This design comes from an exercise in tuning for small area, a short achievable clock period and few clock cycles on the open sky130 flow, not from production work.
The RTL was checked by simulation tests, not by an equivalence proof against the original design.

$ cat design.v
module d8_mul12 (
    input  wire [11:0] p,
    input  wire [11:0] q,
    output wire [11:0] y
);
    wire [23:0] pq = p * q;
    wire [24:0] t  = {1'b0, pq} + 25'd2048;
    wire [24:0] s  = t + {12'd0, t[24:12]};
    assign y = s[23:12];
endmodule
module d8_expand (
    input  wire [2:0]  fmt,
    input  wire [31:0] pix,
    output reg  [11:0] a,
    output reg  [11:0] r,
    output reg  [11:0] g,
    output reg  [11:0] b
);
    always @(*) begin
        case (fmt)
            3'h0: begin  
                a = 12'hFFF;
                r = {pix[15:11], pix[15:11], pix[15:14]};
                g = {pix[10:5], pix[10:5]};
                b = {pix[4:0], pix[4:0], pix[4:3]};
            end
            3'h1: begin  
                a = {12{pix[15]}};
                r = {pix[14:10], pix[14:10], pix[14:13]};
                g = {pix[9:5], pix[9:5], pix[9:8]};
                b = {pix[4:0], pix[4:0], pix[4:3]};
            end
            3'h2: begin  
                a = {3{pix[15:12]}};
                r = {3{pix[11:8]}};
                g = {3{pix[7:4]}};
                b = {3{pix[3:0]}};
            end
            3'h3, 3'h4: begin  
                a = 12'hFFF;
                r = {pix[23:16], pix[23:20]};
                g = {pix[15:8], pix[15:12]};
                b = {pix[7:0], pix[7:4]};
            end
            3'h5: begin  
                a = {pix[31:24], pix[31:28]};
                r = {pix[23:16], pix[23:20]};
                g = {pix[15:8], pix[15:12]};
                b = {pix[7:0], pix[7:4]};
            end
            3'h6: begin  
                a = {6{pix[31:30]}};
                r = {pix[29:20], pix[29:28]};
                g = {pix[19:10], pix[19:18]};
                b = {pix[9:0], pix[9:8]};
            end
            default: begin  
                a = 12'hFFF;
                r = {pix[29:20], pix[29:28]};
                g = {pix[19:10], pix[19:18]};
                b = {pix[9:0], pix[9:8]};
            end
        endcase
    end
endmodule
module d8_blend (
    input  wire        clk,
    input  wire        rst,         
    input  wire        in_valid,
    output wire        in_ready,
    input  wire        in_first,    
    input  wire        in_last,     
    input  wire [29:0] in_bg,       
    input  wire        in_lay,      
    input  wire        in_solid,    
    input  wire [2:0]  in_fmt,      
    input  wire [1:0]  in_mode,     
    input  wire [11:0] in_pa,       
    input  wire [31:0] in_pix,      
    output reg         out_valid,
    input  wire        out_ready,
    output reg  [29:0] out_pix      
);
    localparam [1:0] MODE_OPAQUE  = 2'd0;
    localparam [1:0] MODE_PREMULT = 2'd1;
    assign in_ready = !out_valid || out_ready;
    wire take = in_valid && in_ready;
    reg  [11:0] dst_r, dst_g, dst_b;
    wire [11:0] bg_r = {in_bg[29:20], in_bg[29:28]};
    wire [11:0] bg_g = {in_bg[19:10], in_bg[19:18]};
    wire [11:0] bg_b = {in_bg[9:0],   in_bg[9:8]};
    wire [11:0] below_r = in_first ? bg_r : dst_r;
    wire [11:0] below_g = in_first ? bg_g : dst_g;
    wire [11:0] below_b = in_first ? bg_b : dst_b;
    wire [11:0] px_a, px_r, px_g, px_b;
    d8_expand u_expand (
        .fmt (in_solid ? 3'h6 : in_fmt),    
        .pix (in_pix),
        .a   (px_a),
        .r   (px_r),
        .g   (px_g),
        .b   (px_b)
    );
    wire [11:0] a_eff = (in_mode == MODE_OPAQUE) ? 12'hFFF : px_a;
    wire [11:0] ap;
    d8_mul12 u_ap (.p(a_eff), .q(in_pa), .y(ap));
    wire [11:0] f   = (in_mode == MODE_PREMULT) ? in_pa : ap;
    wire [11:0] inv = 12'hFFF - ap;
    wire [11:0] src_r, src_g, src_b;
    wire [11:0] keep_r, keep_g, keep_b;
    d8_mul12 u_src_r  (.p(px_r),    .q(f),   .y(src_r));
    d8_mul12 u_src_g  (.p(px_g),    .q(f),   .y(src_g));
    d8_mul12 u_src_b  (.p(px_b),    .q(f),   .y(src_b));
    d8_mul12 u_keep_r (.p(below_r), .q(inv), .y(keep_r));
    d8_mul12 u_keep_g (.p(below_g), .q(inv), .y(keep_g));
    d8_mul12 u_keep_b (.p(below_b), .q(inv), .y(keep_b));
    wire [12:0] sum_r = {1'b0, src_r} + {1'b0, keep_r};
    wire [12:0] sum_g = {1'b0, src_g} + {1'b0, keep_g};
    wire [12:0] sum_b = {1'b0, src_b} + {1'b0, keep_b};
    wire [11:0] bl_r = sum_r[12] ? 12'hFFF : sum_r[11:0];
    wire [11:0] bl_g = sum_g[12] ? 12'hFFF : sum_g[11:0];
    wire [11:0] bl_b = sum_b[12] ? 12'hFFF : sum_b[11:0];
    wire [11:0] next_r = in_lay ? bl_r : below_r;
    wire [11:0] next_g = in_lay ? bl_g : below_g;
    wire [11:0] next_b = in_lay ? bl_b : below_b;
    always @(posedge clk) begin
        if (take) begin
            dst_r <= next_r;
            dst_g <= next_g;
            dst_b <= next_b;
        end
    end
    always @(posedge clk) begin
        if (rst) begin
            out_valid <= 1'b0;
        end else if (take && in_last) begin
            out_valid <= 1'b1;
        end else if (out_ready) begin
            out_valid <= 1'b0;
        end
    end
    always @(posedge clk) begin
        if (take && in_last)
            out_pix <= {next_r[11:2], next_g[11:2], next_b[11:2]};
    end
endmodule
$ cat run.sh
#!/bin/bash
# synth_recipe.tcl (not shown) runs the flow's synth.tcl, then flattens the netlist and writes it again
# the make line also repeats each setting of config.mk as NAME=value (left out here)
make -C /OpenROAD-flow-scripts/flow DESIGN_CONFIG=/design/flow/config.mk WORK_HOME=/design/flow/orfs CLKGATE_MAP_FILE= SYNTH_SCRIPT=/design/flow/synth_recipe.tcl finish
$ cat config.mk
export PLATFORM = sky130hd
export DESIGN_NAME = d8_blend
export DESIGN_NICKNAME = d8_blend
export VERILOG_FILES = /design/flow/design.v
export SDC_FILE = /design/flow/constraint.sdc
export NUM_CORES = 4
export LEC_CHECK = 0
export CAP_MARGIN = 20
export CORE_MARGIN = 2
export CORE_UTILIZATION = 40
export SLEW_MARGIN = 20
$ cat constraint.sdc
create_clock -name core_clock -period 25.0 [get_ports {clk}]
set_input_delay 5.0000 -clock core_clock [delete_from_list [all_inputs] [get_ports {clk}]]
set_output_delay 5.0000 -clock core_clock [all_outputs]
set_load 0.01 [all_outputs]
==> impl_metrics.yaml <==
run_status:
  outcome: "timing/DRC/antenna clean"
layout:
  syn2layout_area_growth_pct: 8.96
  drive_above_1_share_pct: 4.90
  fin_nets: 6632
  register_area_mm2: 0.00200
  multi_input_area_mm2: 0.0364
  final-instance-count-excl-fill: 6604
  num_antenna_cells: 0
  fillCellCount: 10648
synth:
  synth.avg_cell_area_um2: 8.39
  synth_edf_count: 66
  synth-seq-cells: 67
  ys_warn_count: 2
  yosysTopAreaCell: "fa_1"
  synth_flop_cell: "edfxtp_1"
  syn_area_mm2: 0.0428
  yosysUniqueCellTypes: 95
  yosysSeqAreaShare_pct: 4.67
  synthCells: 5106
  yosysMostFrequentCell: "inv_1"
  netlist_top_cells_area: "fa_1 (33%), ha_1 (19%), inv_1 (9.4%), nand2_1 (6.1%), edfxtp_1 (4.6%)"
  synth-async-reset-ratio_pct: 0
  synth_top_area_share_pct: 33.2
  synth_common_cells: "inv_1 (1077), fa_1 (710), nand2_1 (694)"
  synthesis.nets: 6542
setup_path:
  ff2ff_path_depth: 38
  crit_fanout: 15
  r2r_end: "out_pix[27]$_DFFE_PP_"
  rrSetupSlack_ns: 14.30
  crit_type: "in -> reg"
  crit_slowest_cell: "clkdlybuf4s50_1"
  worstSetupStartpointType: "input port"
  cpLargestDelayFamily: "compound AO/OA/AOI/OAI gates"
  r2r-start: "dst_r[1]$_DFFE_PP_"
  arrival_ns: 24.09
  worst-path-buf-inv: 11
  cpPeakStageDelay_ns: 0.69
  cpMostUsedCell: "fa_1"
  crit_required_ns: 25.11
  endpoint_kind: "flop"
min_path:
  worstHoldStart: "out_valid$_SDFFE_PP0P_"
  hold_depth: 2
  hp-class: "reg -> reg"
  min_to: "out_valid$_SDFFE_PP0P_"
floorplanning:
  die_h_um: 331
  die-area_mm2: 0.110
  core_area_mm2: 0.107
  rows: 120
  initial_core_util_pct: 40.2
  ioPinCount: 119
  die_x_um: 331
clocking:
  clk_pin_slew_ns: 0.07
  cts.sinks: 67
  ctsHoldBuffers: 0
  cts_tree: "yes"
  htreeDepth: 3
  worst_skew_pair.late_latency_ns: 0.37
  root_buffer: "clkbuf_16"
  cts-buffers-inserted: 9
  max-clock-path-buffers: 2
timing:
  layout_setup_ws_ns: 1.01
  min_period_ns: 23.99
  worst_slew_margin_rel_pct: 22.7
  finalSetupViolCount: 0
  fmax_ghz: 0.0417
  maxSlewViolCount: 0
  worst_slew_pin_slew_ns: 1.15
  tns_ns: 0
  finClkSkew_ns: 0.0141
  min_period_over_period_pct: 95.9
  finalHoldViolCount: 0
route:
  num_vias: 35272
  ant_nets: 0
  drc: 0
  wl_um: 128000
  viasPerCell: 5.34
  first_iter_violations: 2256
  firstDrtPassIters: 7
  avgRoutedWirePerCell_um: 19.3
global_route:
  grt_max_degree: 67
  track_usage_pct: 23.5
  grt_overflow: 0
  grt_antenna_before_repair: 3
  grt_pass1_wl_um: 203000
  grt_pass1_vias: 36463
place:
  dp_slack_ns: 0.187
  hpwl_um: 107000
  place_inst: 6577
  gp_congestion: 0.941
  io_buffers: 118
job:
  cap_violations: 0
[cell usage in the layout (no fill, tap or decap), drive strengths merged, types with 77 or more instances in the layout]
cell type      synthesis  layout
inv                 1077    1078
fa                   710     710
nand2                695     695
ha                   639     639
nor2                 374     374
a21oi                167     167
xnor2                153     153
and2                 119     119
clkdlybuf4s50          0     117
o21ai                117     117
buf                   47     116
a21o                  77      77
[cells by family (layout without fill, tap and decap cells)]
family | count (synthesis) | in the layout | synth area share, %
mux | 48 | 48 | 1.20
compound gates | 704 | 704 | 11.4
fa+ha+maj | 1349 | 1349 | 51.8
buf+inv | 1232 | 1327 | 10.9
simple gates | 1509 | 1509 | 15.8
flops | 67 | 67 | 4.67
xor+xnor | 197 | 197 | 4.10
[stage by stage]
stage	util [%]	area (um^2)	hold WS, ns
2_1_floorplan	-	42800	0.589
3_3_place_gp	43.2	46100	0.503
3_5_place_dp	43.3	46100	0.520
4_1_cts	43.5	46400	0.530
5_1_grt	43.8	46700	0.584
6_report	43.8	46700	0.540
[state kept, by name (all words and copies together), names as in the netlist]
signal,flops
out_valid,1
dst_r,12
dst_b,12
dst_g,12
out_pix,30
[final cells by class]
type                    instances  share of cell area [%]
inverters                    1077                    8.66
flip-flops and latches         67                    4.29
repair buffers                234                    4.62
well taps                    1403                    3.76
clock inverters                 6                  0.0911
multi-input cells            3807                    78.1
clock buffers                  10                   0.491
[how the worst max path moves through the flow]
stage	depth (start not counted)	slack [ns]	start	end
after floorplan	74	3.07	in_fmt[1]	dst_r[7]$_DFFE_PP_
final	73	1.01	in_solid	out_pix[14]$_DFFE_PP_
after CTS	71	0.53	in_fmt[1]	out_pix[14]$_DFFE_PP_
after global routing	72	-0.03	in_fmt[1]	out_pix[27]$_DFFE_PP_
after detailed placement	72	0.19	in_fmt[1]	dst_g[6]$_DFFE_PP_
after global placement	71	0.34	in_solid	out_pix[19]$_DFFE_PP_
[worst min-delay path: stages, from the launching register on]
cell and delay [ns]:
dfxtp_1 0.31, nand2b_1 0.11, a21oi_1 0.07
[repair_timing]
| item | 4_1_cts | 5_1_grt |
|---|---|---|
| buffers inserted | 0 | 11 |
| setup endpoints to repair | 0 | 66 |
| gates resized for setup | 0 | 43 |
[routing by layer]
metal  share of wire [%]  GRT usage [%]  vias to the layer above
met5               0.027              0                        -
met4                 3.1           6.76                        6
met3                 7.4           3.71                      215
met2                  46           38.5                     1213
met1                  44           32.1                    17427
li1                    -              -                    16411
Testbench counts, summed over its fixed seeds: cycles 74,838.

port drivers added, routing unchanged:
Ports are ideal in the flow. The routed layout listed here was re-timed in OpenROAD.
Step 1 (the two cells are an assumption about what drives the block):
set clk [get_ports {clk}]
set_driving_cell -lib_cell sky130_fd_sc_hd__clkbuf_16 $clk
set_driving_cell -lib_cell sky130_fd_sc_hd__buf_2 [delete_from_list [all_inputs] $clk]
Step 2 adds t to the input delays and takes it off the output delays; t is the mean of the earliest and latest rising clock arrival at the registers after step 1. Input paths then give back, and output paths get back, about the clock's delay inside the block.
Three values: ideal, step 1, step 2; two values: the first two.
t (ns): 0.403
setup WS [ns]: 1.013 / 1.032 / 0.629
pins driven straight from the clock port: 1
After both steps this run still meets setup and hold. For this run, drivers alone change the setup slack by +0.019 ns; drivers and shift together by -0.384 ns.
